Source: an optimization exercise on an open RTL-to-GDS flow (aim: small area and a short achievable clock period). Production flows keep margins and buffers that such runs may drop.
Where RTL was checked, it was by simulation tests only, not by an equivalence proof against the original.
Function not checked in run 1: the RTL went through the layout flow alone.

[flow/config.mk]
export PLATFORM = sky130hd
export DESIGN_NAME = mole_lane_rx
export DESIGN_NICKNAME = mole_lane_rx
export VERILOG_FILES = /design/flow/design.v
export SDC_FILE = /design/flow/constraint.sdc
export NUM_CORES = 4
export LEC_CHECK = 0
export CAP_MARGIN = 20
export CORE_MARGIN = 2
export CORE_UTILIZATION = 60
export CTS_CLUSTER_DIAMETER = 140
export CTS_CLUSTER_SIZE = 27
export SLEW_MARGIN = 20
[flow/constraint.sdc]
create_clock -name core_clock -period 9.0 [get_ports {clk}]
set_input_delay 1.8000 -clock core_clock [delete_from_list [all_inputs] [get_ports {clk}]]
set_output_delay 1.8000 -clock core_clock [all_outputs]
set_load 0.01 [all_outputs]
[flow/design.v]
module mole_lane_rx (
    input  wire        clk,
    input  wire        rst,
    input  wire        in_valid,
    input  wire [1:0]  in_hdr,
    input  wire [63:0] in_data,
    output reg         out_valid,
    output reg  [1:0]  out_hdr,
    output reg  [63:0] out_data,
    output reg         sig_valid,
    output wire [7:0]  sig_code,
    output wire [39:0] sig_arg,
    output reg         frm_valid,
    output reg         frm_good,
    output reg  [1:0]  frm_class,
    output reg  [15:0] frm_seq,
    output reg  [6:0]  frm_dest,
    output reg  [6:0]  frm_words,
    output reg         aln_valid,
    output reg  [3:0]  aln_lane,
    output reg  [1:0]  aln_port,
    output reg  [15:0] aln_seq,
    output reg  [4:0]  aln_bip_errs,
    output reg  [15:0] cnt_block_err,
    output reg  [15:0] cnt_signal_bad,
    output reg  [15:0] cnt_crc_err,
    output reg  [15:0] cnt_bip_err,
    output reg         frozen,
    output reg         lane_drop
);
    localparam [7:0] T_IDLE  = 8'h1E;
    localparam [7:0] T_SIG   = 8'h2D;
    localparam [7:0] T_LINK  = 8'h33;
    localparam [7:0] T_ALIGN = 8'h4B;
    localparam [7:0] T_TRAIN = 8'h55;
    localparam [7:0] T_FSTA  = 8'h78;
    localparam [7:0] T_FEND  = 8'h87;
    localparam [31:0] FSTA_SEED = 32'hF0958FA1;
    reg  [57:0] hist;
    wire [121:0] ext = {in_data, hist};
    reg  [63:0] desc;
    integer k;
    always @(*) begin
        for (k = 0; k < 64; k = k + 1)
            desc[k] = ext[58 + k] ^ ext[58 + k - 39] ^ ext[k];
    end
    wire is_data  = (in_hdr == 2'b01);
    wire is_ctrl  = (in_hdr == 2'b10);
    wire hdr_bad  = !is_data && !is_ctrl;
    wire is_raw   = is_ctrl && (in_data[7:0] == T_ALIGN || in_data[7:0] == T_TRAIN);
    wire is_align = is_ctrl && (in_data[7:0] == T_ALIGN);
    wire [63:0] payload = is_raw ? in_data : desc;
    wire [7:0]  ctype   = desc[7:0];
    wire is_sctrl = is_ctrl && !is_raw;
    wire type_known = ctype == T_IDLE || ctype == T_SIG || ctype == T_LINK ||
                      ctype == T_FSTA || ctype == T_FEND;
    wire c_idle = is_sctrl && ctype == T_IDLE;
    wire c_sig  = is_sctrl && ctype == T_SIG;
    wire c_fsta = is_sctrl && ctype == T_FSTA;
    wire c_fend = is_sctrl && ctype == T_FEND;
    wire blk_err = hdr_bad || (is_sctrl && !type_known);
    reg  [15:0] bip;
    wire [15:0] bip_blk  = in_data[15:0] ^ in_data[31:16] ^ in_data[47:32] ^
                           in_data[63:48] ^ {14'b0, in_hdr};
    wire [15:0] bip_diff = bip ^ in_data[47:32];
    reg  [2:0]  bip_grp [0:3];
    reg  [2:0]  s1_bgrp [0:3];
    integer g;
    always @(*) begin
        for (g = 0; g < 4; g = g + 1)
            bip_grp[g] = {2'b0, bip_diff[4*g]} + {2'b0, bip_diff[4*g+1]} +
                         {2'b0, bip_diff[4*g+2]} + {2'b0, bip_diff[4*g+3]};
    end
    wire [3:0]  bip_p01 = s1_bgrp[0] + s1_bgrp[1];
    wire [3:0]  bip_p23 = s1_bgrp[2] + s1_bgrp[3];
    wire [4:0]  bip_pop = bip_p01 + bip_p23;
    reg s1_data, s1_idle, s1_sig, s1_fsta, s1_fend, s1_err;
    reg         in_frame;
    reg  [31:0] fcrc;
    reg  [6:0]  fcount;       
    reg  [47:0] last_msg;     
    reg  [2:0]  sig_dist;     
    reg         s2_sig_bad;   
    reg  [4:0]  bip_h1, bip_h2, bip_h3;
    reg  [11:0] win_blocks;
    reg  [11:0] win_idles;
    assign sig_code = last_msg[7:0];
    assign sig_arg  = last_msg[47:8];
    reg         s1_align;
    reg  [63:0] p1;
    wire fend_close = s1_fend && in_frame;
    wire in_frame_nx = s1_fsta ? 1'b1 : (s1_fend ? 1'b0 : in_frame);
    wire [7:0]  sig_syn;
    mole_lane_rx_crc8 u_crc8 (.p1(p1), .sig_syn(sig_syn));
    wire        sig_crc_ok = (sig_syn == 8'd0);
    wire        sig_dup    = (sig_dist <= 3'd4) && (p1[55:8] == last_msg);
    wire        sig_good   = s1_sig && sig_crc_ok;
    wire        sig_take   = sig_good && !sig_dup;
    wire [31:0] crc_in    = fcrc;
    wire [31:0] crc_next;
    mole_lane_rx_crc32 u_crc32 (.crc_in(crc_in), .p1(p1), .crc_next(crc_next));
    wire        fend_good = (~fcrc == p1[39:8]) && (fcount == frm_words) &&
                            (frm_words != 7'd0) && (frm_words <= 7'd64);
    wire [6:0]  bip_sum4 = aln_bip_errs + bip_h1 + bip_h2 + bip_h3;
    wire [12:0] idles_now = win_idles + {11'b0, s1_idle};
    wire        s1_valid = out_valid;
    always @(posedge clk) begin
        out_hdr      <= in_hdr;
        out_data     <= payload;
        p1           <= payload;
        s1_bgrp[0]   <= bip_grp[0];
        s1_bgrp[1]   <= bip_grp[1];
        s1_bgrp[2]   <= bip_grp[2];
        s1_bgrp[3]   <= bip_grp[3];
        aln_bip_errs <= bip_pop;
        aln_lane     <= p1[11:8];
        aln_port     <= p1[13:12];
        aln_seq      <= p1[31:16];
        if (s1_fsta) begin
            frm_class <= p1[9:8];
            frm_seq   <= p1[31:16];
            frm_words <= p1[38:32];
            frm_dest  <= p1[46:40];
        end
        if (in_valid && c_fsta)
            fcrc <= FSTA_SEED;
        else if (s1_fsta || s1_data)
            fcrc <= crc_next;
        if (s1_fsta)
            fcount <= 7'd0;
        else if (s1_data && !(fcount[6] && fcount[0]))
            fcount <= fcount + 7'd1;
        if (sig_good)
            last_msg <= p1[55:8];
        if (rst) begin
            hist          <= 58'b0;
            bip           <= 16'b0;
            s1_align      <= 1'b0;
            out_valid     <= 1'b0;
            aln_valid     <= 1'b0;
            s1_data       <= 1'b0;
            s1_idle       <= 1'b0;
            s1_sig        <= 1'b0;
            s1_fsta       <= 1'b0;
            s1_fend       <= 1'b0;
            s1_err        <= 1'b0;
            sig_valid     <= 1'b0;
            frm_valid     <= 1'b0;
            frm_good      <= 1'b0;
            cnt_block_err <= 16'b0;
            cnt_signal_bad<= 16'b0;
            cnt_crc_err   <= 16'b0;
            cnt_bip_err   <= 16'b0;
            frozen        <= 1'b0;
            lane_drop     <= 1'b0;
            sig_dist      <= 3'd7;
            s2_sig_bad    <= 1'b0;
            in_frame      <= 1'b0;
            bip_h1        <= 5'b0;
            bip_h2        <= 5'b0;
            bip_h3        <= 5'b0;
            win_blocks    <= 12'b0;
            win_idles     <= 12'b0;
        end else begin
            out_valid <= in_valid;
            s1_align  <= in_valid && is_align;
            aln_valid <= s1_align;
            s1_data   <= in_valid && is_data;
            s1_idle   <= in_valid && c_idle;
            s1_sig    <= in_valid && c_sig;
            s1_fsta   <= in_valid && c_fsta;
            s1_fend   <= in_valid && c_fend;
            s1_err    <= in_valid && blk_err;
            if (in_valid) begin
                if (!is_raw)
                    hist <= in_data[63:6];
                if (is_align)
                    bip <= 16'b0;
                else
                    bip <= bip ^ bip_blk;
            end
            frm_valid <= (in_valid && c_fsta && in_frame_nx) || fend_close;
            frm_good  <= fend_close && fend_good;
            in_frame <= in_frame_nx;
            if (frm_valid && !frm_good)
                cnt_crc_err <= cnt_crc_err + 16'd1;
            if (s1_err)
                cnt_block_err <= cnt_block_err + 16'd1;
            sig_valid <= sig_take;
            if (sig_take)
                sig_dist <= 3'd1;
            else if (s1_valid && sig_dist != 3'd7)
                sig_dist <= sig_dist + 3'd1;
            s2_sig_bad <= s1_sig && !sig_crc_ok;
            if (s2_sig_bad)
                cnt_signal_bad <= cnt_signal_bad + 16'd1;
            if (aln_valid) begin
                cnt_bip_err <= cnt_bip_err + {11'b0, aln_bip_errs};
                if (bip_sum4 >= 7'd16)
                    lane_drop <= 1'b1;
                bip_h3 <= bip_h2;
                bip_h2 <= bip_h1;
                bip_h1 <= aln_bip_errs;
            end
            if (s1_valid) begin
                if (win_blocks == 12'd4095) begin
                    if (idles_now > 13'd3686)
                        frozen <= 1'b1;
                    else if (idles_now <= 13'd2048)
                        frozen <= 1'b0;
                    win_blocks <= 12'd0;
                    win_idles  <= 12'd0;
                end else begin
                    win_blocks <= win_blocks + 12'd1;
                    win_idles  <= idles_now[11:0];
                end
            end
        end
    end
endmodule
module mole_lane_rx_crc32 (
    input  wire [31:0] crc_in,
    input  wire [63:0] p1,
    output wire [31:0] crc_next
);
    wire [31:0] crc_t = crc_in ^ p1[31:0];
    wire crcx0 = crc_t[13] ^ crc_t[3];
    wire crcx1 = p1[32] ^ crc_t[11];
    wire crcx2 = p1[39] ^ crc_t[19];
    wire crcx3 = crc_t[16] ^ crc_t[6];
    wire crcx4 = crc_t[4] ^ crc_t[9];
    wire crcx5 = p1[35] ^ crc_t[12];
    wire crcx6 = p1[36] ^ p1[54];
    wire crcx7 = p1[34] ^ crc_t[5];
    wire crcx8 = p1[37] ^ crc_t[8];
    wire crcx9 = p1[55] ^ crc_t[30];
    wire crcx10 = p1[56] ^ crc_t[10];
    wire crcx11 = p1[46] ^ crc_t[7];
    wire crcx12 = crcx0 ^ p1[47];
    wire crcx13 = crc_t[1] ^ crc_t[14];
    wire crcx14 = crc_t[15] ^ crc_t[2];
    wire crcx15 = p1[38] ^ crc_t[18];
    wire crcx16 = p1[61] ^ crc_t[31];
    wire crcx17 = crcx2 ^ p1[51];
    wire crcx18 = crcx1 ^ p1[45];
    wire crcx19 = p1[50] ^ p1[57];
    wire crcx20 = p1[42] ^ p1[58];
    wire crcx21 = p1[43] ^ p1[59];
    wire crcx22 = p1[44] ^ p1[60];
    wire crcx23 = p1[40] ^ crc_t[20];
    wire crcx24 = p1[41] ^ crc_t[21];
    wire crcx25 = p1[52] ^ crc_t[25];
    wire crcx26 = p1[53] ^ crc_t[26];
    wire crcx27 = p1[63] ^ crc_t[17];
    wire crcx28 = crcx4 ^ p1[48];
    wire crcx29 = p1[49] ^ p1[62];
    wire crcx30 = crc_t[0] ^ crc_t[23];
    wire crcx31 = crc_t[24] ^ crc_t[27];
    wire crcx32 = crcx6 ^ crc_t[29];
    wire crcx33 = crcx3 ^ p1[33];
    wire crcx34 = crcx14 ^ crcx7;
    wire crcx35 = crcx20 ^ crc_t[22];
    wire crcx36 = crc_t[12] ^ crc_t[28];
    wire crcx37 = crcx29 ^ crc_t[5];
    wire crcx38 = crcx24 ^ crcx5;
    wire crcx39 = crcx8 ^ crc_t[22];
    wire crcx40 = crcx16 ^ crcx31;
    wire crcx41 = crcx27 ^ p1[62];
    wire crcx42 = crcx28 ^ crcx9;
    wire crcx43 = p1[33] ^ crc_t[11];
    wire crcx44 = crcx21 ^ crc_t[24];
    wire crcx45 = crcx11 ^ crcx13;
    wire crcx46 = crcx10 ^ crcx22;
    wire crcx47 = p1[36] ^ p1[39];
    wire crcx48 = p1[40] ^ p1[42];
    wire crcx49 = p1[56] ^ p1[60];
    wire crcx50 = p1[41] ^ p1[43];
    wire crcx51 = p1[57] ^ p1[61];
    wire crcx52 = p1[35] ^ p1[57];
    wire crcx53 = p1[47] ^ p1[63];
    wire crcx54 = p1[50] ^ p1[58];
    wire crcx55 = p1[51] ^ p1[59];
    wire crcx56 = crcx6 ^ crc_t[27];
    wire crcx57 = crcx47 ^ crc_t[31];
    wire crcx58 = p1[37] ^ crc_t[17];
    wire crcx59 = p1[49] ^ crc_t[4];
    wire crcx60 = p1[55] ^ crc_t[7];
    wire crcx61 = crc_t[18] ^ crc_t[28];
    wire crcx62 = crcx19 ^ crc_t[0];
    wire crcx63 = crc_t[13] ^ crc_t[2];
    wire crcx64 = p1[45] ^ crc_t[8];
    wire crcx65 = crcx19 ^ crc_t[25];
    wire crcx66 = p1[34] ^ crc_t[16];
    wire crcx67 = p1[54] ^ crc_t[29];
    wire crcx68 = crc_t[13] ^ crc_t[15];
    wire crcx69 = crcx13 ^ p1[38];
    wire crcx70 = crcx23 ^ crcx61;
    wire crcx71 = crcx0 ^ crcx15;
    wire crcx72 = crcx30 ^ crcx4;
    wire crcx73 = crcx35 ^ crcx63;
    wire crcx74 = crcx5 ^ crcx9;
    wire crcx75 = crcx8 ^ crc_t[21];
    wire crcx76 = crcx25 ^ crc_t[22];
    wire crcx77 = crcx15 ^ crcx37;
    wire crcx78 = crcx12 ^ crcx17;
    wire crcx79 = p1[32] ^ p1[44];
    wire crcx80 = p1[34] ^ p1[37];
    wire crcx81 = p1[39] ^ p1[48];
    wire crcx82 = crc_t[10] ^ crc_t[17];
    wire crcx83 = crcx51 ^ crc_t[20];
    wire crcx84 = p1[33] ^ crc_t[6];
    wire crcx85 = crcx20 ^ p1[44];
    wire crcx86 = crcx22 ^ p1[63];
    wire crcx87 = crc_t[25] ^ crc_t[3];
    wire crcx88 = crcx22 ^ p1[48];
    wire crcx89 = p1[41] ^ crc_t[26];
    wire crcx90 = crcx29 ^ p1[56];
    wire crcx91 = p1[43] ^ crc_t[28];
    wire crcx92 = crcx53 ^ crc_t[26];
    wire crcx93 = crcx54 ^ crc_t[2];
    wire crcx94 = p1[39] ^ crc_t[10];
    wire crcx95 = crcx55 ^ p1[46];
    wire crcx96 = crcx50 ^ crc_t[14];
    wire crcx97 = crcx81 ^ crc_t[24];
    wire crcx98 = p1[58] ^ crc_t[15];
    wire crcx99 = p1[60] ^ crc_t[6];
    wire crcx100 = crcx21 ^ crc_t[12];
    wire crcx101 = crcx19 ^ crc_t[8];
    wire crcx102 = crc_t[1] ^ crc_t[9];
    wire crcx103 = crc_t[14] ^ crc_t[21];
    wire crcx104 = crc_t[28] ^ crc_t[30];
    wire crcx105 = crcx1 ^ p1[35];
    wire crcx106 = crcx2 ^ p1[34];
    wire crcx107 = crcx23 ^ crcx82;
    wire crcx108 = crcx10 ^ crcx43;
    wire crcx109 = crcx58 ^ crcx59;
    wire crcx110 = crcx3 ^ crcx32;
    wire crcx111 = crcx7 ^ crc_t[1];
    wire crcx112 = crcx30 ^ crcx44;
    wire crcx113 = crcx3 ^ p1[53];
    wire crcx114 = crcx11 ^ crcx26;
    wire crcx115 = crcx24 ^ crc_t[23];
    wire crcx116 = crcx36 ^ crcx80;
    wire crcx117 = crcx25 ^ crcx66;
    wire crcx118 = crcx16 ^ crcx26;
    wire crcx119 = crcx67 ^ crc_t[16];
    wire crcx120 = crcx15 ^ crcx27;
    wire crcx121 = crcx35 ^ crcx60;
    wire crcx122 = crcx34 ^ crcx57;
    wire crcx123 = crcx38 ^ crcx70;
    wire crcx124 = crcx110 ^ crcx39;
    wire crcx125 = crcx72 ^ crcx73;
    wire crcx126 = crcx113 ^ crcx18;
    wire crcx127 = crcx18 ^ crcx34;
    wire crcx128 = crcx114 ^ crcx40;
    wire crcx129 = crcx12 ^ crcx14;
    wire crcx130 = crcx12 ^ crcx75;
    wire crcx131 = crcx28 ^ crcx41;
    wire crcx132 = crcx18 ^ crcx33;
    wire crcx133 = crcx17 ^ crcx33;
    wire crcx134 = crcx12 ^ crcx38;
    assign crc_next[0] = ^{crcx105, crcx106, crcx107, crcx33, crcx42, crcx56, crcx69, p1[52], p1[58], crc_t[3]};
    assign crc_next[1] = ^{crcx108, crcx109, crcx122, crcx123, crcx60, p1[53], p1[59], crc_t[0]};
    assign crc_next[2] = ^{crcx1, crcx111, crcx124, crcx38, crcx48, crcx49, crcx62, crcx71, crc_t[19]};
    assign crc_next[3] = ^{crcx125, crcx17, crcx50, crcx58, crcx69, crcx74, crcx83, crcx84, p1[36], crc_t[7]};
    assign crc_next[4] = ^{crcx10, crcx112, crcx122, crcx13, crcx23, crcx71, crcx75, crcx85, p1[52], p1[62], crc_t[7]};
    assign crc_next[5] = ^{crcx126, crcx14, crcx2, crcx24, crcx39, crcx4, crcx44, crcx52, crcx69, crcx86, crcx87, p1[40]};
    assign crc_next[6] = ^{crcx127, crcx45, crcx74, crcx76, crcx88, crcx89, p1[42], p1[61], crc_t[19], crc_t[23], crc_t[27], crc_t[6]};
    assign crc_next[7] = ^{crcx128, crcx129, crcx30, crcx33, crcx5, crcx64, crcx90, crcx91, p1[36], p1[42], crc_t[20]};
    assign crc_next[8] = ^{crcx130, crcx131, crcx31, crcx32, crcx45, crcx65, crcx66, crcx79, crcx91};
    assign crc_next[9] = ^{crcx124, crcx127, crcx17, crcx25, crcx70, crcx92, p1[44], p1[49], crc_t[1], crc_t[27], crc_t[3]};
    assign crc_next[10] = ^{crcx115, crcx116, crcx18, crcx26, crcx32, crcx45, crcx93, crcx94};
    assign crc_next[11] = ^{crcx129, crcx31, crcx39, crcx43, crcx48, crcx67, crcx74, crcx95, p1[38]};
    assign crc_next[12] = ^{crcx117, crcx12, crcx36, crcx42, crcx49, crcx57, crcx96, p1[38], crc_t[23]};
    assign crc_next[13] = ^{crcx10, crcx109, crcx118, crcx48, crcx52, crcx68, crcx79, crcx97, crc_t[14], crc_t[29], crc_t[5]};
    assign crc_next[14] = ^{crcx132, crcx56, crcx65, crcx77, crcx96, crcx98, p1[40], crc_t[30]};
    assign crc_next[15] = ^{crcx11, crcx116, crcx133, crcx27, crcx85, crcx89, p1[50], p1[55], p1[59], crc_t[15], crc_t[31]};
    assign crc_next[16] = ^{crcx108, crcx13, crcx20, crcx21, crcx32, crcx42, crcx64, crcx78, crcx99, crc_t[18], crc_t[7]};
    assign crc_next[17] = ^{crcx100, crcx11, crcx16, crcx23, crcx34, crcx42, crcx46, crcx8, p1[49], p1[52], p1[57], crc_t[0], crc_t[11], crc_t[14], crc_t[19]};
    assign crc_next[18] = ^{crcx101, crcx102, crcx126, crcx134, crcx16, crcx37, crcx46, crcx98, p1[38], crc_t[20]};
    assign crc_next[19] = ^{crcx103, crcx11, crcx131, crcx132, crcx55, crcx6, crcx62, crcx73, crcx94, p1[61], crc_t[12]};
    assign crc_next[20] = ^{crcx11, crcx17, crcx21, crcx28, crcx3, crcx39, crcx5, crcx53, crcx56, crcx68, crcx77, p1[32], p1[60], crc_t[20], crc_t[23], crc_t[30]};
    assign crc_next[21] = ^{crcx104, crcx105, crcx111, crcx130, crcx30, crcx40, crcx54, crcx59, crcx86, p1[54], crc_t[7]};
    assign crc_next[22] = ^{crcx107, crcx119, crcx17, crcx36, crcx40, crcx64, crcx7, crcx76, crcx93, p1[59], p1[62], crc_t[11], crc_t[3], crc_t[30]};
    assign crc_next[23] = ^{crcx0, crcx1, crcx123, crcx25, crcx26, crcx41, crcx72, crcx9, crcx95, crcx99, crc_t[29], crc_t[31]};
    assign crc_next[24] = ^{crcx118, crcx120, crcx121, crcx134, crcx23, crcx3, crcx49, crcx7, crcx97, crc_t[11], crc_t[29], crc_t[9]};
    assign crc_next[25] = ^{crcx100, crcx102, crcx115, crcx117, crcx121, crcx43, crcx71, crcx83, crcx90, crc_t[8]};
    assign crc_next[26] = ^{crcx101, crcx103, crcx106, crcx125, crcx26, crcx41, crcx44, crcx46, crcx5};
    assign crc_next[27] = ^{crcx112, crcx120, crcx133, crcx51, crcx68, crcx7, crcx76, crcx88, crcx9, p1[32], p1[45], crc_t[4]};
    assign crc_next[28] = ^{crcx128, crcx18, crcx42, crcx46, crcx6, crcx77, crcx87, crc_t[23]};
    assign crc_next[29] = ^{crcx10, crcx18, crcx2, crcx36, crcx37, crcx40, crcx65, crcx8, crcx84, crcx92, p1[46], p1[54], p1[55], crc_t[4]};
    assign crc_next[30] = ^{crcx10, crcx104, crcx25, crcx32, crcx41, crcx45, crcx5, crcx62, crcx78, crc_t[16], crc_t[26], crc_t[4], crc_t[5]};
    assign crc_next[31] = ^{crcx119, crcx15, crcx26, crcx34, crcx52, crcx78, crcx8, p1[32], p1[33], p1[63], crc_t[0], crc_t[10], crc_t[31], crc_t[9]};
endmodule
module mole_lane_rx_crc8 (
    input  wire [63:0] p1,
    output wire [7:0]  sig_syn
);
    wire sigx0 = p1[11] ^ p1[18];
    wire sigx1 = p1[13] ^ p1[30];
    wire sigx2 = p1[23] ^ p1[44];
    wire sigx3 = p1[28] ^ p1[32];
    wire sigx4 = p1[12] ^ p1[29];
    wire sigx5 = p1[14] ^ p1[33];
    wire sigx6 = p1[34] ^ p1[45];
    wire sigx7 = p1[46] ^ sigx1;
    wire sigx8 = p1[37] ^ p1[54];
    wire sigx9 = p1[20] ^ p1[47];
    wire sigx10 = p1[10] ^ p1[15];
    wire sigx11 = p1[39] ^ sigx0;
    wire sigx12 = p1[40] ^ sigx2;
    wire sigx13 = sigx3 ^ sigx8;
    wire sigx14 = p1[24] ^ sigx5;
    wire sigx15 = sigx4 ^ sigx6;
    wire sigx16 = p1[19] ^ sigx7;
    wire sigx17 = p1[31] ^ p1[35];
    wire sigx18 = p1[55] ^ p1[8];
    wire sigx19 = p1[16] ^ p1[36];
    wire sigx20 = p1[38] ^ p1[48];
    wire sigx21 = p1[41] ^ p1[49];
    wire sigx22 = p1[17] ^ p1[21];
    wire sigx23 = p1[25] ^ p1[50];
    wire sigx24 = p1[47] ^ p1[54];
    wire sigx25 = p1[15] ^ p1[22];
    wire sigx26 = p1[26] ^ p1[51];
    wire sigx27 = p1[27] ^ p1[52];
    wire sigx28 = p1[42] ^ p1[9];
    wire sigx29 = p1[43] ^ p1[53];
    wire sigx30 = sigx19 ^ sigx9;
    wire sigx31 = sigx10 ^ sigx24;
    wire sigx32 = sigx11 ^ sigx13;
    wire sigx33 = sigx12 ^ sigx17;
    wire sigx34 = sigx16 ^ sigx33;
    assign sig_syn[0] = ^{p1[34], p1[48], p1[56], sigx18, sigx32, sigx34};
    assign sig_syn[1] = ^{p1[57], p1[9], sigx14, sigx15, sigx2, sigx20, sigx21, sigx30, sigx32, sigx7};
    assign sig_syn[2] = ^{p1[28], p1[42], p1[45], p1[49], p1[58], sigx0, sigx12, sigx14, sigx20, sigx22, sigx23, sigx31, sigx4};
    assign sig_syn[3] = ^{p1[32], p1[43], p1[59], sigx11, sigx15, sigx16, sigx18, sigx21, sigx23, sigx25, sigx26};
    assign sig_syn[4] = ^{p1[12], p1[50], p1[60], sigx14, sigx26, sigx27, sigx28, sigx34, sigx9};
    assign sig_syn[5] = ^{p1[13], p1[14], p1[21], p1[25], p1[31], p1[41], p1[51], p1[61], p1[8], sigx10, sigx27, sigx29, sigx3, sigx30, sigx6};
    assign sig_syn[6] = ^{p1[11], p1[16], p1[26], p1[29], p1[35], p1[44], p1[46], p1[52], p1[53], p1[62], sigx13, sigx22, sigx25, sigx28, sigx5};
    assign sig_syn[7] = ^{p1[17], p1[18], p1[22], p1[23], p1[27], p1[30], p1[33], p1[36], p1[38], p1[55], p1[63], sigx15, sigx29, sigx31};
endmodule
[flow/flow/run.sh]
#!/bin/bash
# Standard layout, with fast port buffers and a tighter setup target for
# timing repair. Each tool's output goes to the ORFS logs under orfs/logs;
# make's own output goes to flow_make.log.
set -euo pipefail
bash standard.sh "BUFFER_PORTS_ARGS=-buffer_cell sky130_fd_sc_hd__buf_2" SETUP_SLACK_MARGIN=5.8 finish > flow_make.log 2>&1
[flow/standard.sh]
#!/bin/bash
# synth_recipe.tcl (not shown) runs the flow's synth.tcl, then flattens the netlist and writes it again
# the make line also repeats each setting of config.mk as NAME=value (left out here)
make -C /OpenROAD-flow-scripts/flow DESIGN_CONFIG=/design/flow/config.mk WORK_HOME=/design/flow/orfs CLKGATE_MAP_FILE= SYNTH_SCRIPT=/design/flow/synth_recipe.tcl "${@:-finish}"
==> metrics.yaml, run 1 <==
status:
  status: "finished clean"
critical_path:
  worstSetupEndpointType: "output port"
  reg2regPathDepth: 10
  r2r_setup_slack_ns: 5.80
  crit_arrival_ns: 1.41
  r2r-end: "s2_sig_bad"
  worst-setup-path-type: "reg2out"
  path_max_fanout: 11
  reg2reg_from: "p1[32]"
  worst_setup_path_start_kind: "register"
  cp.required_ns: 7.20
cts:
  clk_latency_ns: 0.56
  htreeDepth: 1
  cts_buffer_depth: 3
  ctsHoldBuffers: 0
  root_buffer: "clkbuf_16"
  cts.sinks: 420
  cts_made_buffers: 19
  tritoncts: "yes"
  clk_pin_slew_ns: 0.10
die:
  placeableCoreArea_sq_mm: 0.03964
  initial_core_util_pct: 60.61
  die_area_sq_mm: 0.04166
  row_count: 73
  die_w_um: 204.1
  io_pins: 313
  die_h_um: 204.1
timing:
  tightest_slew_ns: 1.015
  rsz0062_at_grt: "true"
  fin_crit_ns: 3.207
  fin_worst_skew_ns: 0.04166
  hold_viol: 0
  period_share_pct: 35.63
  slew_headroom_pct: 31.87
  fmaxAchievable_mhz: 311.9
  setup_violations: 0
  tns_ns: 0
  finalWorstSetupSlack_ns: 5.793
  final-max-slew-violation-count: 0
flow_run:
  drv_cap: 0
placed_design:
  dpl.hpwl_um: 57340
  routabilityCongestion: 1.021
  pre_cts_ws_ns: 4.653
  placed_cell_area_sq_mm: 0.02577
  port_buffers: 312
yosys:
  synth_fa_ha_area_share_pct: 3.573
  synth_compound_area_share_pct: 4.421
  muxShareOfSynthArea_pct: 1.177
  synth-warning-count: 3
  synthArstFlopShare_pct: 0
  synth_seq_area_share_pct: 38.33
  ys_ff_latch: 420
  ys_dominant_reg_cell: "dfxtp_1"
  syn_nets: 2429
  synth_area_sq_mm: 0.02403
  synthCells: 2304
  avgSynthCellArea_sq_um: 10.43
  synth_edf_count: 80
  synth_cell_types: 69
  synth_top_family_by_area: "XOR/XNOR gates"
  yosys.area_share.simple_pct: 11.46
  synth-xor-area-share_pct: 37.88
layout:
  final_area_sq_mm: 0.02672
  antenna_cells: 0
  drive_above_1_share_pct: 19.76
  num-nets-final: 2664
  area_growth_pct: 11.21
hold_path:
  holdPathStages: 1
  hold_end: "aln_valid"
  hp-start: "s1_align"
  hp-class: "reg2reg"
global_routing:
  grt_start_max_net_pins: 64
  grt_pass1_wl_um: 110400
  grt_pass1_vias: 16879
  antenna_found_initial: 2
  gr-total-overflow: 0
  grtUsageTotal_pct: 36.20
route:
  via_per_inst: 5.713
  finalWirelength_um: 76360
  route.detailed.wl_per_inst_um: 24.87
  via_count: 17546
  dr.pass1.iters: 5
  initialDrtViolationCount: 1673
  drc: 0
  drtAntennaViolNets: 0
[cells in the final DEF, fill, tap and decap left out, types with 12 or more instances in the layout]
cell / synthesis / routed
mux2i_1: 26 / 26
and3_1: 13 / 12
xnor2_1: 439 / 430
xnor2_2: 21 / 30
buf_4: 8 / 18
dfxtp_4: 0 / 18
inv_1: 30 / 30
xor2_1: 291 / 288
nor2_1: 158 / 155
a21oi_1: 98 / 98
buf_2: 39 / 309
nor4_1: 24 / 24
nor3_1: 22 / 22
nand4_1: 27 / 27
o21ai_0: 28 / 28
nand3_1: 31 / 30
clkbuf_16: 0 / 19
fa_1: 21 / 21
dfxtp_1: 340 / 286
or3_1: 21 / 21
dfxtp_2: 0 / 36
edfxtp_1: 80 / 80
nand2_1: 265 / 263
xnor3_1: 71 / 71
ha_1: 35 / 35
[metrics by stage]
stage	utilization [%]	std cells	hold slack [ns]
3_3_place_gp	65.00	3026	0.4252
6_report	67.40	3071	0.4589
5_1_grt	67.40	3071	0.4739
2_1_floorplan	-	2304	0.3992
4_1_cts	67.04	3062	0.4620
3_5_place_dp	65.00	3026	0.4409
[critical path, cell delays in order (launching register included)]
cell     delay (ns)
dfxtp_1        0.33
buf_4          0.31
buf_2          0.20
[Yosys cell counts, drive strengths merged (4+ instances only)]
cell | number | area [sq um]
edfxtp | 80 | 2402
xor2 | 298 | 2663
nand4 | 27 | 168.9
fa | 21 | 420.4
o21ai | 32 | 160.2
and2 | 6 | 37.54
nand3 | 31 | 155.2
a21oi | 100 | 508.0
nand2b | 4 | 25.02
ha | 35 | 437.9
nor4 | 25 | 162.6
and3 | 13 | 81.33
dfxtp | 340 | 6807
and4 | 8 | 70.07
xnor3 | 78 | 1765
xor3 | 11 | 266.5
nor2b | 7 | 43.79
nand2 | 265 | 994.7
xnor2 | 468 | 4407
a211oi | 9 | 77.57
clkbuf | 76 | 365.4
nor3 | 22 | 110.1
a22oi | 5 | 37.54
nor2 | 158 | 593.1
mux2i | 27 | 282.8
inv | 30 | 112.6
or3 | 21 | 131.4
buf | 51 | 277.8
o211ai | 8 | 60.06
[cell type report]
class,count,area [sq um]
Clock inverter,2,25.02
Fill cell,3141,12920
Multi-Input combinational cell,1734,14330
Timing Repair Buffer,333,1763
Clock buffer,26,501.7
Inverter,31,116.4
Tap cell,525,656.9
Sequential cell,420,9321
[registers in the layout (all words and copies together) (netlist names), 7 cells and up]
name,cells
bip,16
win_idles,12
aln_seq,16
cnt_bip_err,16
last_msg,48
cnt_signal_bad,16
fcount,7
frm_dest,7
frm_words,7
s1_bgrp,12
hist,58
win_blocks,12
cnt_crc_err,16
p1,64
fcrc,32
cnt_block_err,16
frm_seq,16
[layer usage]
layer | share of wire [%] | track usage (%) | vias to the layer above | routed length [um]
met1 | 39 | 46.97 | 8474 | 29610
met5 | 0.033 | 0 | - | 25
met3 | 8.8 | 5.501 | 187 | 6743
met2 | 47 | 59.47 | 897 | 35710
met4 | 5.6 | 17.29 | 4 | 4270
li1 | - | - | 7984 | -
[kinds of logic after synthesis]
family,count (synthesis)
AOI/OAI and AO/OA,181
xor gates and xnor gates,855
adders and majority gates,56
buffers and inverters,158
DFF,420
muxes,27
and+or+nand+nor,607
[timing repair]
| action | 4_1_cts | 5_1_grt |
|---|---|---|
| gates resized for setup | 83 | 16 |
| endpoints found under the setup margin | 191 | 128 |
| gates cloned | 6 | 2 |
| pin swaps | 6 | 7 |
| buffers inserted | 2 | 7 |
[worst max path at each step]
stage | endpoint | start | slack (ns) | cells past startpoint
finish | out_data[34] | p1[34] | 5.79 | 2
floorplan | fcrc[17] | in_data[0] | 5.41 | 9
CTS | hist[10] | in_data[0] | 5.78 | 7
global route | s2_sig_bad | p1[32] | 5.73 | 10
global placement | hist[25] | in_data[2] | 4.80 | 7
detailed placement | hist[10] | in_data[0] | 4.65 | 7
==> run 2: changes to the inputs <==
--- a/flow/design.v
+++ b/flow/design.v
@@ -87,7 +87,7 @@
     assign sig_code = last_msg[7:0];
     assign sig_arg  = last_msg[47:8];
     reg         s1_align;
-    reg  [63:0] p1;
+    wire [63:0] p1 = out_data;
     wire fend_close = s1_fend && in_frame;
     wire in_frame_nx = s1_fsta ? 1'b1 : (s1_fend ? 1'b0 : in_frame);
     wire [7:0]  sig_syn;
@@ -107,15 +107,14 @@
     always @(posedge clk) begin
         out_hdr      <= in_hdr;
         out_data     <= payload;
-        p1           <= payload;
         s1_bgrp[0]   <= bip_grp[0];
         s1_bgrp[1]   <= bip_grp[1];
         s1_bgrp[2]   <= bip_grp[2];
         s1_bgrp[3]   <= bip_grp[3];
         aln_bip_errs <= bip_pop;
-        aln_lane     <= p1[11:8];
-        aln_port     <= p1[13:12];
-        aln_seq      <= p1[31:16];
+        aln_lane     <= out_data[11:8];
+        aln_port     <= out_data[13:12];
+        aln_seq      <= out_data[31:16];
         if (s1_fsta) begin
             frm_class <= p1[9:8];
             frm_seq   <= p1[31:16];
==> flow/flow/run.sh (replaced) <==
#!/bin/bash
# The standard layout (standard.sh, the standard flow's own ORFS flow and synthesis),
# with two changes: the port buffers are buf_2 cells, and timing repair aims
# for 5.8 ns of setup slack. The ORFS tools write their full logs under
# orfs/logs/; make's own output goes to flow_make.log in this folder.
set -euo pipefail
bash standard.sh "BUFFER_PORTS_ARGS=-buffer_cell sky130_fd_sc_hd__buf_2" SETUP_SLACK_MARGIN=5.8 finish > flow_make.log 2>&1
==> run 2 against run 1 <==
- final area grew 0.37%
- register-to-register slack improved by 0.09 ns
- clock skew decreased by 0.0054 ns
- global-route usage up 0.29 points
- count of clock-buffer cells in the layout is 1 higher
- die area stayed put
- utilization rose by 0.25 points
- wire length increased by 1.5%
- critical path type unchanged
- largest cell class unchanged
==> metrics.yaml, run 2 <==
die:
  row_count: 73  # unchanged
  io_pins: 313  # unchanged
  die_w_um: 204.1  # unchanged
  die_h_um: 204.1  # unchanged
  placeableCoreArea_sq_mm: 0.03964  # unchanged
  die_area_sq_mm: 0.04166  # unchanged
  initial_core_util_pct: 60.61  # unchanged
timing:
  period_share_pct: 35.62  # about the same
  tns_ns: 0  # unchanged
  tightest_slew_ns: 0.8288  # -0.1859 ns
  fin_worst_skew_ns: 0.03623  # -0.005428 ns
  fin_crit_ns: 3.206  # -0.0008800 ns
  slew_headroom_pct: 44.03  # +12 points
  hold_viol: 0  # unchanged
  setup_violations: 0  # unchanged
  fmaxAchievable_mhz: 311.9  # about the same
  rsz0062_at_grt: "false"
  final-max-slew-violation-count: 0  # unchanged
route:
  via_count: 17856  # +1.8%
  via_per_inst: 5.807  # +1.6%
  drtAntennaViolNets: 0  # unchanged
  initialDrtViolationCount: 1620  # -3.2%
  drc: 0  # unchanged
  dr.pass1.iters: 6  # +1
  route.detailed.wl_per_inst_um: 25.20  # +1.3%
  finalWirelength_um: 77490  # +1.5%
hold_path:
  hp-class: "reg2reg"
  holdPathStages: 1  # unchanged
  hold_end: "aln_valid"
  hp-start: "s1_align"
layout:
  top_regs: "out_data: 64 flops, hist: 58 flops, last_msg: 48 flops"
  fin_cells: 3075  # +0.13%
  seqCellArea_sq_mm: 0.009335  # +0.15%
  drive_above_1_share_pct: 19.73  # -0.023 points
  num-nets-final: 2666  # +0.075%
  final_common_cell: "xnor2_1"
  area_growth_pct: 11.62
  layout_common_cells: "xnor2_1, buf_2, xor2_1, dfxtp_1, nand2_1"
  final_area_sq_mm: 0.02682  # +0.37%
  largest_register_ffs: 64  # unchanged
  nFillCells: 3120  # -0.67%
  multiInputGateArea_sq_mm: 0.01434  # about the same
  regMostFlops: "out_data"
cts:
  cts.sinks: 420  # unchanged
  cts_buffer_depth: 3  # unchanged
  htreeDepth: 1  # unchanged
  clk_latency_ns: 0.58  # +0.02 ns
  ctsHoldBuffers: 0  # unchanged
  clk_pin_slew_ns: 0.10  # about the same
  root_buffer: "clkbuf_16"
  cts_made_buffers: 20  # +1
  tritoncts: "yes"
global_routing:
  grt_start_max_net_pins: 68  # +6.3%
  antenna_found_initial: 1  # -1
  grt_pass1_wl_um: 111200  # +0.66%
  gr-total-overflow: 0  # unchanged
  grt_pass1_vias: 17003  # +0.73%
  grtUsageTotal_pct: 36.49  # +0.29 points
critical_path:
  reg2reg_from: "out_data[32]"
  slowest_delay_ns: 0.62  # +0.29 ns
  path_max_fanout: 9  # -2
  critPathBufInv: 1  # -1
  crit_arrival_ns: 1.41  # about the same
  crit_chain: "buf_2"
  worst_setup_path_start_kind: "register"
  cp_slowest_cell: "dfxtp_2"
  r2r_setup_slack_ns: 5.89  # +0.09 ns
  critPathTopFamily: "flip-flops"
  worstSetupEndpointType: "output port"
  reg2regPathDepth: 7  # -3
  cp.required_ns: 7.20  # about the same
  r2r-end: "last_msg[22]"
  worst-setup-path-type: "reg2out"
yosys:
  yosys.area_share.simple_pct: 11.46  # unchanged
  syn_nets: 2429  # unchanged
  synth_seq_area_share_pct: 38.33  # unchanged
  synth_area_sq_mm: 0.02403  # unchanged
  yosysMostFrequentCell: "xnor2_1"
  synthTopCellsByCount: "xnor2_1, dfxtp_1, xor2_1"
  synthArstFlopShare_pct: 0  # unchanged
  synth-xor-area-share_pct: 37.88  # unchanged
  synth.largest_area_cell: "dfxtp_1"
  synth_compound_area_share_pct: 4.421  # unchanged
  ys_ff_latch: 420  # unchanged
  avgSynthCellArea_sq_um: 10.43  # unchanged
  synthCells: 2304  # unchanged
  ys_dominant_reg_cell: "dfxtp_1"
  synth_cell_types: 69  # unchanged
  yosysTopAreaCellShare_pct: 28.33  # unchanged
  synth.area.top_cells: "dfxtp_1, xnor2_1, xor2_1, edfxtp_1, xnor3_1"
  synth_edf_count: 80  # unchanged
  synth_top_family_by_area: "XOR/XNOR gates"
  muxShareOfSynthArea_pct: 1.177  # unchanged
  synth_fa_ha_area_share_pct: 3.573  # unchanged
  synth-warning-count: 3  # unchanged
placed_design:
  place_inst: 3029  # +0.099%
  port_buffers: 312  # unchanged
  placed_cell_area_sq_mm: 0.02579  # +0.11%
  dpl.hpwl_um: 57570  # +0.41%
  routabilityCongestion: 1.006  # -1.5%
status:
  status: "finished clean"
flow_run:
  drv_cap: 0  # unchanged
[run 2: metal layers]
layer / GRT usage (%) / part of all wire (%) / up-vias
met5: 0 / 0 / -
met4: 17.21 / 5.6 / 0
met3: 6.250 / 8.9 / 232
met2: 60.05 / 46 / 968
met1: 46.90 / 39 / 8646
li1: - / - / 8010
[run 2: cells by family after synthesis]
family                   Yosys count
AO/OA/AOI/OAI                    181
XOR/XNOR                         855
adder cells (fa/ha/maj)           56
buffers and inverters            158
flip-flops                       420
multiplexers                      27
AND/OR/NAND/NOR                  607
[run 2: area by class of cell]
cell class                      instances  share of cell area, %
Antenna cell                            1               0.009331
Clock buffer                           27                  1.964
Clock inverter                          3                 0.2473
Inverter                               31                 0.4339
Multi-Input combinational cell       1734                  53.48
Sequential cell                       420                  34.81
Tap cell                              525                  2.449
Timing Repair Buffer                  334                  6.607
[run 2: how the worst max path moves through the flow]
stage	start	to	slack [ns]	cells after the start
finish	out_data[54]	out_data[54]	5.79	1
global route	in_data[4]	hist[22]	5.77	7
CTS	out_data[36]	last_msg[23]	5.73	7
detailed placement	in_data[4]	hist[47]	4.67	7
global placement	in_data[4]	hist[49]	4.78	7
floorplan	in_data[0]	fcrc[17]	5.41	9
[run 2: what timing repair did]
action                     4_1_cts  5_1_grt
cloned                           5        3
pin swaps                        4        5
gates resized for setup         83       24
buffers inserted                 3        4
setup endpoints to repair      198      140
hold endpoints to repair         0        0
[run 2: metrics by stage]
| stage | hold WS [ns] | setup slack, ns | util, % |
|---|---|---|---|
| 5_1_grt | 0.4755 | 5.766 | 67.64 |
| 2_1_floorplan | 0.3992 | 5.415 | - |
| 6_report | 0.4564 | 5.794 | 67.65 |
| 4_1_cts | 0.4596 | 5.732 | 67.25 |
| 3_5_place_dp | 0.4501 | 4.667 | 65.07 |
| 3_3_place_gp | 0.4317 | 4.779 | 65.06 |
==> run 3: changes to the inputs <==
--- a/flow/design.v
+++ b/flow/design.v
@@ -96,7 +96,7 @@
     wire        sig_dup    = (sig_dist <= 3'd4) && (p1[55:8] == last_msg);
     wire        sig_good   = s1_sig && sig_crc_ok;
     wire        sig_take   = sig_good && !sig_dup;
-    wire [31:0] crc_in    = fcrc;
+    wire [31:0] crc_in    = s1_fsta ? FSTA_SEED : fcrc;
     wire [31:0] crc_next;
     mole_lane_rx_crc32 u_crc32 (.crc_in(crc_in), .p1(p1), .crc_next(crc_next));
     wire        fend_good = (~fcrc == p1[39:8]) && (fcount == frm_words) &&
@@ -121,9 +121,7 @@
             frm_words <= p1[38:32];
             frm_dest  <= p1[46:40];
         end
-        if (in_valid && c_fsta)
-            fcrc <= FSTA_SEED;
-        else if (s1_fsta || s1_data)
+        if (s1_fsta || s1_data)
             fcrc <= crc_next;
         if (s1_fsta)
             fcount <= 7'd0;
--- a/flow/config.mk
+++ b/flow/config.mk
@@ -7,7 +7,5 @@
 export LEC_CHECK = 0
 export CAP_MARGIN = 20
 export CORE_MARGIN = 2
-export CORE_UTILIZATION = 60
-export CTS_CLUSTER_DIAMETER = 140
-export CTS_CLUSTER_SIZE = 27
+export CORE_UTILIZATION = 40
 export SLEW_MARGIN = 20
==> run 3 against run 2 <==
- largest cell class unchanged
- global-route usage fell by 10 points
- critical endpoint is now out_data[60]
- worst hold slack got worse by 0.021 ns
- via count fell by 0.82%
==> metrics.yaml, run 3 <==
yosys:
  synth-warning-count: 3  # unchanged
  synth_edf_count: 112  # +40%
  yosysTopAreaCellShare_pct: 26.00  # -2.3 points
  synth_area_sq_mm: 0.02372  # -1.3%
  yosysMostFrequentCell: "xnor2_1"
  synthArstFlopShare_pct: 0  # unchanged
  synth_seq_area_share_pct: 40.18  # +1.9 points
  synthCells: 2348  # +1.9%
  synth.largest_area_cell: "dfxtp_1"
  ys_ff_latch: 420  # unchanged
  ys_dominant_reg_cell: "dfxtp_1"
  synth.area.top_cells: "dfxtp_1, xnor2_1, edfxtp_1, xor2_1, nand2_1"
  avgSynthCellArea_sq_um: 10.10  # -3.1%
  synth_cell_types: 57  # -17%
  synthTopCellsByCount: "xnor2_1, dfxtp_1, xor2_1"
  syn_nets: 2473  # +1.8%
timing:
  period_share_pct: 35.43  # -0.19 points
  tns_ns: 0  # unchanged
  fin_crit_ns: 3.189  # -0.01678 ns
  setup_violations: 0  # unchanged
  fmaxAchievable_mhz: 313.6  # +0.53%
  rsz0062_at_grt: "false"
  fin_worst_skew_ns: 0.01793  # -0.01830 ns
  hold_viol: 0  # unchanged
  hold_ws_ns: 0.4355  # -0.02085 ns
  final-max-slew-violation-count: 0  # unchanged
  slew_headroom_pct: 37.35  # -6.7 points
  tightest_slew_ns: 0.9398  # +0.1110 ns
route:
  drtAntennaViolNets: 0  # unchanged
  wl_met2_um: 38270  # +6.4%
  m1WireLength_um: 33160  # +9.4%
  top_layer: "met5"
  via_count: 17709  # -0.82%
  finalWirelength_um: 82160  # +6.0%
  via_per_inst: 5.154  # -11%
  met3WireLength_um: 6387  # -7.2%
  route.detailed.wl_per_inst_um: 23.91  # -5.1%
  initialDrtViolationCount: 1613  # -0.43%
  drc: 0  # unchanged
  dr.pass1.iters: 5  # -1
placed_design:
  place_inst: 3323  # +9.7%
  routabilityCongestion: 0.9679  # -3.8%
  dpl.hpwl_um: 61740  # +7.2%
  port_buffers: 312  # unchanged
layout:
  utilization_pct: 47.96  # -20 points
  regMostFlops: "out_data"
  num-nets-final: 2746  # +3.0%
  layout_common_cells: "xnor2_1, buf_2, xor2_1"
  final_common_cell: "xnor2_1"
  area_growth_pct: 18.90
  fin_cells: 3436  # +12%
  drive_above_1_share_pct: 20.63  # +0.90 points
  largest_register_ffs: 64  # unchanged
  top_regs: "out_data: 64 flops, hist: 58 flops, last_msg: 48 flops"
cts:
  htreeDepth: 2  # +1
  cts_made_buffers: 48  # +140%
  clk_pin_slew_ns: 0.06  # -0.04 ns
  cts_buffer_depth: 3  # unchanged
  tritoncts: "yes"
  root_buffer: "clkbuf_16"
  cts.sinks: 420  # unchanged
  clk_latency_ns: 0.61  # +0.03 ns
critical_path:
  worstSetupEndpointType: "output port"
  slowest_delay_ns: 0.57  # -0.05 ns
  cp_slowest_cell: "dfxtp_2"
  cp.required_ns: 7.20  # about the same
  worst-setup-path-type: "reg2out"
  critPathBufInv: 1  # unchanged
  crit_arrival_ns: 1.39  # -0.02 ns
  critPathTopFamily: "flip-flops"
  worst_setup_path_start_kind: "register"
  crit_chain: "buf_2"
  path_max_fanout: 6  # -3
global_routing:
  gr-total-overflow: 0  # unchanged
  antenna_found_initial: 3  # +2
  grt_pass1_wl_um: 116900  # +5.1%
  grt_start_max_net_pins: 80  # +18%
  grtUsageTotal_pct: 26.43  # -10 points
  grt_pass1_vias: 17479  # +2.8%
hold_path:
  hp-class: "reg2reg"
die:
  row_count: 89  # +22%
  initial_core_util_pct: 40.33  # -20 points
  placeableCoreArea_sq_mm: 0.05880  # +48%
  die_w_um: 247.5  # +21%
  die_h_um: 247.5  # +21%
  io_pins: 313  # unchanged
  die_area_sq_mm: 0.06125  # +47%
status:
  status: "finished clean"
flow_run:
  drv_cap: 0  # unchanged
run 3: kinds of logic after synthesis:
group                      count (synthesis)  share of synthesized area [%]
xor gates and xnor gates                 963                          37.83
and+or+nand+nor                          603                          11.37
DFF                                      420                          40.18
buffers and inverters                    157                          2.918
AOI/OAI and AO/OA                        120                          2.849
adders and majority gates                 56                          3.619
muxes                                     29                          1.229
run 3: per-stage QoR:
step | setup slack [ns] | area, sq um
finish | 5.811 | 28200
CTS | 5.717 | 27910
floorplan | 5.111 | 24120
global route | 5.798 | 28190
global placement | 4.797 | 25940
detailed placement | 4.768 | 25950
run 3: layer usage:
metal  vias to the layer above  global-route usage [%]
met5                         -                       0
met4                         2                   13.88
met3                       193                   4.996
met2                       763                   42.20
met1                      8662                   33.98
li1                       8089                       -
run 3: final timing paths:
path                              startpoint           end  slack [ns]  cells after the start
worst max register to register       s1_fsta      fcrc[31]        5.91                      8
worst max-delay path            out_data[60]  out_data[60]        5.81                      1
worst min-delay path                s1_align     aln_valid        0.44                      1
worst min register to register      s1_align     aln_valid        0.44                      1
run 3: final cells by class:
| cell class | count | area, sq um |
|---|---|---|
| fill | 5541 | 30600 |
| multi-input combinational | 1774 | 13890 |
| sequential | 420 | 9693 |
| timing repair buffer | 342 | 1878 |
| clock buffer | 72 | 1374 |
| tap | 773 | 967.2 |
| clock inverter | 18 | 254.0 |
| inverter | 35 | 131.4 |
| antenna | 2 | 5.005 |
run 3: timing repair:
item,4_1_cts,5_1_grt
gates resized for setup,90,25
pin swaps,3,4
hold endpoints to repair,0,0
buffers inserted,5,13
hold buffers,0,0
setup endpoints to repair,197,133
cloned,2,1
==> run 4: changes to the inputs <==
--- a/flow/design.v
+++ b/flow/design.v
@@ -96,7 +96,7 @@
     wire        sig_dup    = (sig_dist <= 3'd4) && (p1[55:8] == last_msg);
     wire        sig_good   = s1_sig && sig_crc_ok;
     wire        sig_take   = sig_good && !sig_dup;
-    wire [31:0] crc_in    = s1_fsta ? FSTA_SEED : fcrc;
+    wire [31:0] crc_in    = fcrc;
     wire [31:0] crc_next;
     mole_lane_rx_crc32 u_crc32 (.crc_in(crc_in), .p1(p1), .crc_next(crc_next));
     wire        fend_good = (~fcrc == p1[39:8]) && (fcount == frm_words) &&
@@ -111,7 +111,6 @@
         s1_bgrp[1]   <= bip_grp[1];
         s1_bgrp[2]   <= bip_grp[2];
         s1_bgrp[3]   <= bip_grp[3];
-        aln_bip_errs <= bip_pop;
         aln_lane     <= out_data[11:8];
         aln_port     <= out_data[13:12];
         aln_seq      <= out_data[31:16];
@@ -121,7 +120,9 @@
             frm_words <= p1[38:32];
             frm_dest  <= p1[46:40];
         end
-        if (s1_fsta || s1_data)
+        if (in_valid && c_fsta)
+            fcrc <= FSTA_SEED;
+        else if (s1_fsta || s1_data)
             fcrc <= crc_next;
         if (s1_fsta)
             fcount <= 7'd0;
@@ -150,6 +151,7 @@
             cnt_bip_err   <= 16'b0;
             frozen        <= 1'b0;
             lane_drop     <= 1'b0;
+            aln_bip_errs  <= 5'b0;
             sig_dist      <= 3'd7;
             s2_sig_bad    <= 1'b0;
             in_frame      <= 1'b0;
@@ -191,10 +193,11 @@
             s2_sig_bad <= s1_sig && !sig_crc_ok;
             if (s2_sig_bad)
                 cnt_signal_bad <= cnt_signal_bad + 16'd1;
+            aln_bip_errs <= s1_align ? bip_pop : 5'd0;
+            cnt_bip_err  <= cnt_bip_err + {11'b0, aln_bip_errs};
+            if (bip_sum4 >= 7'd16)
+                lane_drop <= 1'b1;
             if (aln_valid) begin
-                cnt_bip_err <= cnt_bip_err + {11'b0, aln_bip_errs};
-                if (bip_sum4 >= 7'd16)
-                    lane_drop <= 1'b1;
                 bip_h3 <= bip_h2;
                 bip_h2 <= bip_h1;
                 bip_h1 <= aln_bip_errs;
==> flow/flow/run.sh (replaced) <==
#!/bin/bash
# Standard layout, with fast port buffers and a tighter setup target for
# timing repair. Each tool's output goes to the ORFS logs under orfs/logs;
# make's own output goes to flow_make.log.
set -euo pipefail
bash standard.sh "BUFFER_PORTS_ARGS=-buffer_cell sky130_fd_sc_hd__buf_2" SETUP_SLACK_MARGIN=5.8 finish > flow_make.log 2>&1
--- a/flow/config.mk
+++ b/flow/config.mk
@@ -7,5 +7,7 @@
 export LEC_CHECK = 0
 export CAP_MARGIN = 20
 export CORE_MARGIN = 2
-export CORE_UTILIZATION = 40
+export CORE_UTILIZATION = 60
+export CTS_CLUSTER_DIAMETER = 140
+export CTS_CLUSTER_SIZE = 27
 export SLEW_MARGIN = 20
==> run 4 against run 3 <==
- synthesized cell count shrank 2.9%
- critical path depth is the same
- via count shrank 0.84%
- flip-flop and latch count is the same
- critical endpoint is now out_data[21]
- final area shrank 5.7%
- area after synthesis shrank 1.6%
- global-route usage grew 10 points
- count of clock-buffer cells in the layout shrank 47
- die area shrank 34%
- fmax shrank 1.2%
- still clean
- first-iteration DRC count grew 17%
==> metrics.yaml, run 4 <==
yosys:
  synth_seq_area_share_pct: 39.48  # -0.70 points
  synthArstFlopShare_pct: 0  # unchanged
  synth_cell_types: 56  # -1.8%
  avgSynthCellArea_sq_um: 10.23  # +1.2%
  synth_area_sq_mm: 0.02333  # -1.6%
  synthTopCellsByCount: "xnor2_1, dfxtp_1, xor2_1"
  synth.largest_area_cell: "dfxtp_1"
  yosysMostFrequentCell: "xnor2_1"
  synth-warning-count: 3  # unchanged
  syn_nets: 2406  # -2.7%
  ys_dominant_reg_cell: "dfxtp_1"
  ys_ff_latch: 420  # unchanged
  synth_edf_count: 80  # -29%
  yosysTopAreaCellShare_pct: 29.18  # +3.2 points
  synth.area.top_cells: "dfxtp_1, xnor2_1, xor2_1, edfxtp_1, xnor3_1"
  synthCells: 2281  # -2.9%
timing:
  final-max-slew-violation-count: 0  # unchanged
  fin_crit_ns: 3.227  # +0.03797 ns
  hold_ws_ns: 0.4720  # +0.03646 ns
  tns_ns: 0  # unchanged
  setup_violations: 0  # unchanged
  slew_headroom_pct: 24.90  # -12 points
  fmaxAchievable_mhz: 309.9  # -1.2%
  tightest_slew_ns: 1.119  # +0.1787 ns
  rsz0062_at_grt: "true"
  period_share_pct: 35.85  # +0.42 points
  hold_viol: 0  # unchanged
  finalWorstSetupSlack_ns: 5.773  # -0.03797 ns
  fin_worst_skew_ns: 0.03334  # +0.01541 ns
global_routing:
  grt_pass1_wl_um: 110700  # -5.3%
  gr-total-overflow: 0  # unchanged
  antenna_found_initial: 5  # +2
  grtUsageTotal_pct: 36.90  # +10 points
  grt_pass1_vias: 17157  # -1.8%
  grt_start_max_net_pins: 98  # +23%
die:
  io_pins: 313  # unchanged
  row_count: 72  # -19%
  initial_core_util_pct: 60.64  # +20 points
  die_area_sq_mm: 0.04047  # -34%
  die_w_um: 201.2  # -19%
  die_h_um: 201.2  # -19%
  placeableCoreArea_sq_mm: 0.03847  # -35%
layout:
  final_area_sq_mm: 0.02659  # -5.7%
  utilization_pct: 69.12  # +21 points
  regMostFlops: "out_data"
  drive_above_1_share_pct: 19.49  # -1.1 points
  area_growth_pct: 13.98
  num-nets-final: 2664  # -3.0%
  layout_common_cells: "xnor2_1, buf_2, dfxtp_1"
  final_common_cell: "xnor2_1"
  largest_register_ffs: 64  # unchanged
  top_regs: "out_data: 64 flops, hist: 58 flops, last_msg: 48 flops"
  fin_cells: 3065  # -11%
route:
  drtAntennaViolNets: 0  # unchanged
  finalWirelength_um: 76170  # -7.3%
  via_per_inst: 5.729  # +11%
  drc: 0  # unchanged
  via_count: 17560  # -0.84%
  dr.pass1.iters: 5  # unchanged
  initialDrtViolationCount: 1895  # +17%
  route.detailed.wl_per_inst_um: 24.85  # +3.9%
placed_design:
  pre_cts_ws_ns: 4.119  # -0.6485 ns
  placed_cell_area_sq_mm: 0.02532  # -2.4%
  place_inst: 3005  # -9.6%
  dpl.hpwl_um: 56010  # -9.3%
  port_buffers: 312  # unchanged
  routabilityCongestion: 0.9900  # +2.3%
critical_path:
  crit_chain: "buf_2"
  cp_slowest_cell: "dfxtp_2"
  worst_setup_path_start_kind: "register"
  path_depth: 1  # unchanged
  critPathTopFamily: "flip-flops"
  r2r-end: "last_msg[7]"
  critPathBufInv: 1  # unchanged
  reg2regPathDepth: 7  # -1
  r2r_setup_slack_ns: 5.80  # -0.11 ns
  reg2reg_from: "out_data[21]"
  cp.required_ns: 7.20  # about the same
  path_max_fanout: 10  # +4
  worstSetupEndpointType: "output port"
  crit_arrival_ns: 1.43  # +0.04 ns
  slowest_delay_ns: 0.66  # +0.09 ns
  worst-setup-path-type: "reg2out"
cts:
  ctsHoldBuffers: 0  # unchanged
  cts_buffer_depth: 3  # unchanged
  tritoncts: "yes"
  htreeDepth: 1  # -1
  root_buffer: "clkbuf_16"
  cts_made_buffers: 19  # -60%
  clk_latency_ns: 0.56  # -0.05 ns
  clk_pin_slew_ns: 0.10  # +0.04 ns
  cts.sinks: 420  # unchanged
hold_path:
  hp-class: "reg2reg"
  hp-start: "hist[16]"
  hold_end: "hist[16]"
  holdPathStages: 2  # +1
flow_run:
  drv_cap: 0  # unchanged
status:
  status: "finished clean"
[run 4: cell types whose count changed in the layout (fill, tap and decap cells not counted), sizes merged, moves of 38 or more]
| cell | delta |
|---|---|
| xnor2 | -122 |
| xnor3 | +57 |
| clkbuf | -46 |
| nor2 | -43 |
| xor2 | -38 |
[run 4: area by class of cell]
type / instances / area (sq um)
inverter: 32 / 120.1
sequential: 420 / 9329
timing repair buffer: 352 / 1938
multi-input combinational: 1714 / 14030
clock buffer: 25 / 498.0
antenna: 2 / 5.005
clock inverter: 2 / 16.27
fill: 2919 / 11880
tap: 518 / 648.1
[run 4: cell families after synthesis]
kind of cell / share of synthesized area [%]
buffers and inverters: 2.660
and+or+nand+nor: 11.51
adders and majority gates: 3.680
xor gates and xnor gates: 37.65
DFF: 39.48
AOI/OAI and AO/OA: 4.125
muxes: 0.9011
[run 4: worst max-delay path by stage]
stage                             from      endpoint  slack [ns]
after floorplan             in_data[5]      fcrc[17]        5.69
after global placement      in_data[3]      hist[55]        4.25
after detailed placement    in_data[3]      hist[26]        4.12
after CTS                 out_data[50]  last_msg[32]        5.79
after global routing        in_data[3]      hist[56]        5.77
final                     out_data[21]  out_data[21]        5.77
[run 4: per-layer routing]
layer | GRT usage (%) | routed length, um | vias up
li1 | - | - | 7949
met1 | 47.30 | 29480 | 8478
met2 | 60.48 | 35080 | 948
met5 | 0 | 0 | -
met3 | 8.682 | 8139 | 185
met4 | 14.76 | 3477 | 0
[run 4: repair_timing]
item / 4_1_cts / 5_1_grt
pin swaps: 4 / 4
resized for setup: 96 / 34
buffers inserted: 9 / 12
endpoints found under the hold margin: 0 / 0
setup endpoints to repair: 274 / 147
cloned: 8 / 2
==> run 5: changes to the inputs <==
--- a/flow/config.mk
+++ b/flow/config.mk
@@ -5,9 +5,9 @@
 export SDC_FILE = /design/flow/constraint.sdc
 export NUM_CORES = 4
 export LEC_CHECK = 0
-export CAP_MARGIN = 20
+export CAP_MARGIN = 0
 export CORE_MARGIN = 2
 export CORE_UTILIZATION = 60
 export CTS_CLUSTER_DIAMETER = 140
 export CTS_CLUSTER_SIZE = 27
-export SLEW_MARGIN = 20
+export SLEW_MARGIN = 0
==> run 5 against run 4 <==
- sequential share of layout area unchanged
- global-route usage is the same
- final area unchanged
- via count did not move
- first-iteration DRC count is the same
- count of clock-buffer cells in the layout unchanged
==> metrics.yaml, run 5 <==
yosys:
  synth.largest_area_cell: "dfxtp_1"
  synthCells: 2281  # unchanged
  syn_nets: 2406  # unchanged
  synth_area_sq_mm: 0.02333  # unchanged
  ys_ff_latch: 420  # unchanged
  yosysMostFrequentCell: "xnor2_1"
  synthTopCellsByCount: "xnor2_1, dfxtp_1, xor2_1"
  synth_edf_count: 80  # unchanged
  synth_seq_area_share_pct: 39.48  # unchanged
  synth.area.top_cells: "dfxtp_1, xnor2_1, xor2_1, edfxtp_1, xnor3_1"
  ys_dominant_reg_cell: "dfxtp_1"
  avgSynthCellArea_sq_um: 10.23  # unchanged
placed_design:
  placed_cell_area_sq_mm: 0.02532  # unchanged
  dpl.hpwl_um: 56010  # unchanged
  routabilityCongestion: 0.9900  # unchanged
cts:
  cts.sinks: 420  # unchanged
  cts_made_buffers: 19  # unchanged
  htreeDepth: 1  # unchanged
  ctsHoldBuffers: 0  # unchanged
  clk_latency_ns: 0.56  # about the same
timing:
  setup_violations: 0  # unchanged
  rsz0062_at_grt: "true"
  final-max-slew-violation-count: 0  # unchanged
  tns_ns: 0  # unchanged
  tightest_slew_ns: 1.119  # unchanged
  period_share_pct: 35.85  # unchanged
  fin_worst_skew_ns: 0.03334  # unchanged
  fmaxAchievable_mhz: 309.9  # unchanged
  fin_crit_ns: 3.227  # unchanged
flow_run:
  drv_cap: 0  # unchanged
die:
  placeableCoreArea_sq_mm: 0.03847  # unchanged
  io_pins: 313  # unchanged
  die_w_um: 201.2  # unchanged
  row_count: 72  # unchanged
  die_h_um: 201.2  # unchanged
  die_area_sq_mm: 0.04047  # unchanged
  initial_core_util_pct: 60.64  # unchanged
critical_path:
  critPathTopFamily: "flip-flops"
  cp.required_ns: 7.20  # about the same
  slowest_delay_ns: 0.66  # about the same
  critPathBufInv: 1  # unchanged
  worst-setup-path-type: "reg2out"
  worstSetupEndpointType: "output port"
  path_depth: 1  # unchanged
  crit_arrival_ns: 1.43  # about the same
  path_max_fanout: 10  # unchanged
  worst_setup_path_start_kind: "register"
  reg2regPathDepth: 7  # unchanged
route:
  via_count: 17560  # unchanged
  drtAntennaViolNets: 0  # unchanged
  drc: 0  # unchanged
  route.detailed.wl_per_inst_um: 24.85  # unchanged
  via_per_inst: 5.729  # unchanged
  initialDrtViolationCount: 1895  # unchanged
global_routing:
  grt_pass1_wl_um: 110700  # unchanged
  grtUsageTotal_pct: 36.90  # unchanged
  grt_start_max_net_pins: 98  # unchanged
  gr-total-overflow: 0  # unchanged
  grt_pass1_vias: 17157  # unchanged
  antenna_found_initial: 5  # unchanged
status:
  status: "finished clean"
layout:
  final_area_sq_mm: 0.02659  # unchanged
  final_common_cell: "xnor2_1"
  area_growth_pct: 13.98  # unchanged
  regMostFlops: "out_data"
  num-nets-final: 2664  # unchanged
  largest_register_ffs: 64  # unchanged
  utilization_pct: 69.12  # unchanged
  top_regs: "out_data: 64 flops, hist: 58 flops, last_msg: 48 flops"
hold_path:
  hp-class: "reg2reg"
## run 5: cell counts in the layout (fill, tap and decap cells not counted)
Identical to the previous run, type by type.
## run 5: worst paths after layout
check                                  start            to  slack, ns
worst max-delay path            out_data[21]  out_data[21]       5.77
worst min register to register      hist[16]      hist[16]       0.47
worst min-delay path                hist[16]      hist[16]       0.47
worst max register to register  out_data[21]   last_msg[7]       5.80
## run 5: area by class of cell
| class | count | area [sq um] |
|---|---|---|
| clock buffers | 25 | 498.0 |
| inverters | 32 | 120.1 |
| well taps | 518 | 648.1 |
| flip-flops and latches | 420 | 9329 |
| fillers | 2919 | 11880 |
| repair buffers | 352 | 1938 |
| multi-input cells | 1714 | 14030 |
| clock inverters | 2 | 16.27 |
| diodes | 2 | 5.005 |
## run 5: through the flow
| stage | hold WS [ns] | instances | setup slack [ns] |
|---|---|---|---|
| after floorplan | 0.3878 | 2281 | 5.686 |
| after global placement | 0.4528 | 3005 | 4.251 |
| after detailed placement | 0.4598 | 3005 | 4.119 |
| after CTS | 0.4736 | 3049 | 5.785 |
| after global routing | 0.4839 | 3063 | 5.766 |
| final | 0.4720 | 3065 | 5.773 |
## run 5: logic make-up (layout without fill, tap and decap cells)
logic type | after synthesis | after routing | synth area share [%]
adders and majority gates | 56 | 56 | 3.680
and+or+nand+nor | 595 | 605 | 11.51
muxes | 21 | 21 | 0.9011
xor gates and xnor gates | 869 | 869 | 37.65
other | 0 | 2 | 0
buffers and inverters | 157 | 411 | 2.660
AOI/OAI and AO/OA | 163 | 163 | 4.125
DFF | 420 | 420 | 39.48
## run 5: per-layer routing
layer  vias to the layer above  part of all wire, %  track usage (%)
met5                         -                    0                0
li1                       7949                    -                -
met2                       948                   46            60.48
met4                         0                  4.6            14.76
met3                       185                   11            8.682
met1                      8478                   39            47.30
## run 5: what timing repair did
item,4_1_cts,5_1_grt
cloned,8,2
buffers inserted,9,12
endpoints found under the setup margin,274,147
pin swaps,4,4
gates resized for setup,96,34

-- re-timing with driven ports --
The flow's constraints put no driver on any port. The routed layouts listed below were extracted and timed again, unchanged, in two steps. Step 1: set_driving_cell puts a clkbuf_16 on clk and a buf_2 on each other input, an assumption about the parent block. Step 2 moves the port delays by t, midway between the first and last clock arrival at a register: inputs arrive t later, outputs are due t later. That takes back most of the time a late clock gives input paths. a / b / c = ideal / step 1 / step 2; a / b = the first two.
run	t, ns	setup slack, ns	cell pins on the clock port's net
run 1	0.603	5.793 / 5.734 / 5.290	1
run 2	0.618	5.794 / 5.737 / 5.215	1
run 3	0.656	5.811 / 5.750 / 5.220	1
run 4	0.601	5.773 / 5.715 / 5.254	1
run 5	0.601	5.773 / 5.715 / 5.254	1
After both steps every run listed still meets setup and hold. The setup slack of run 3, which loses most, moves by -0.061 ns with the drivers and by -0.591 ns with both steps.
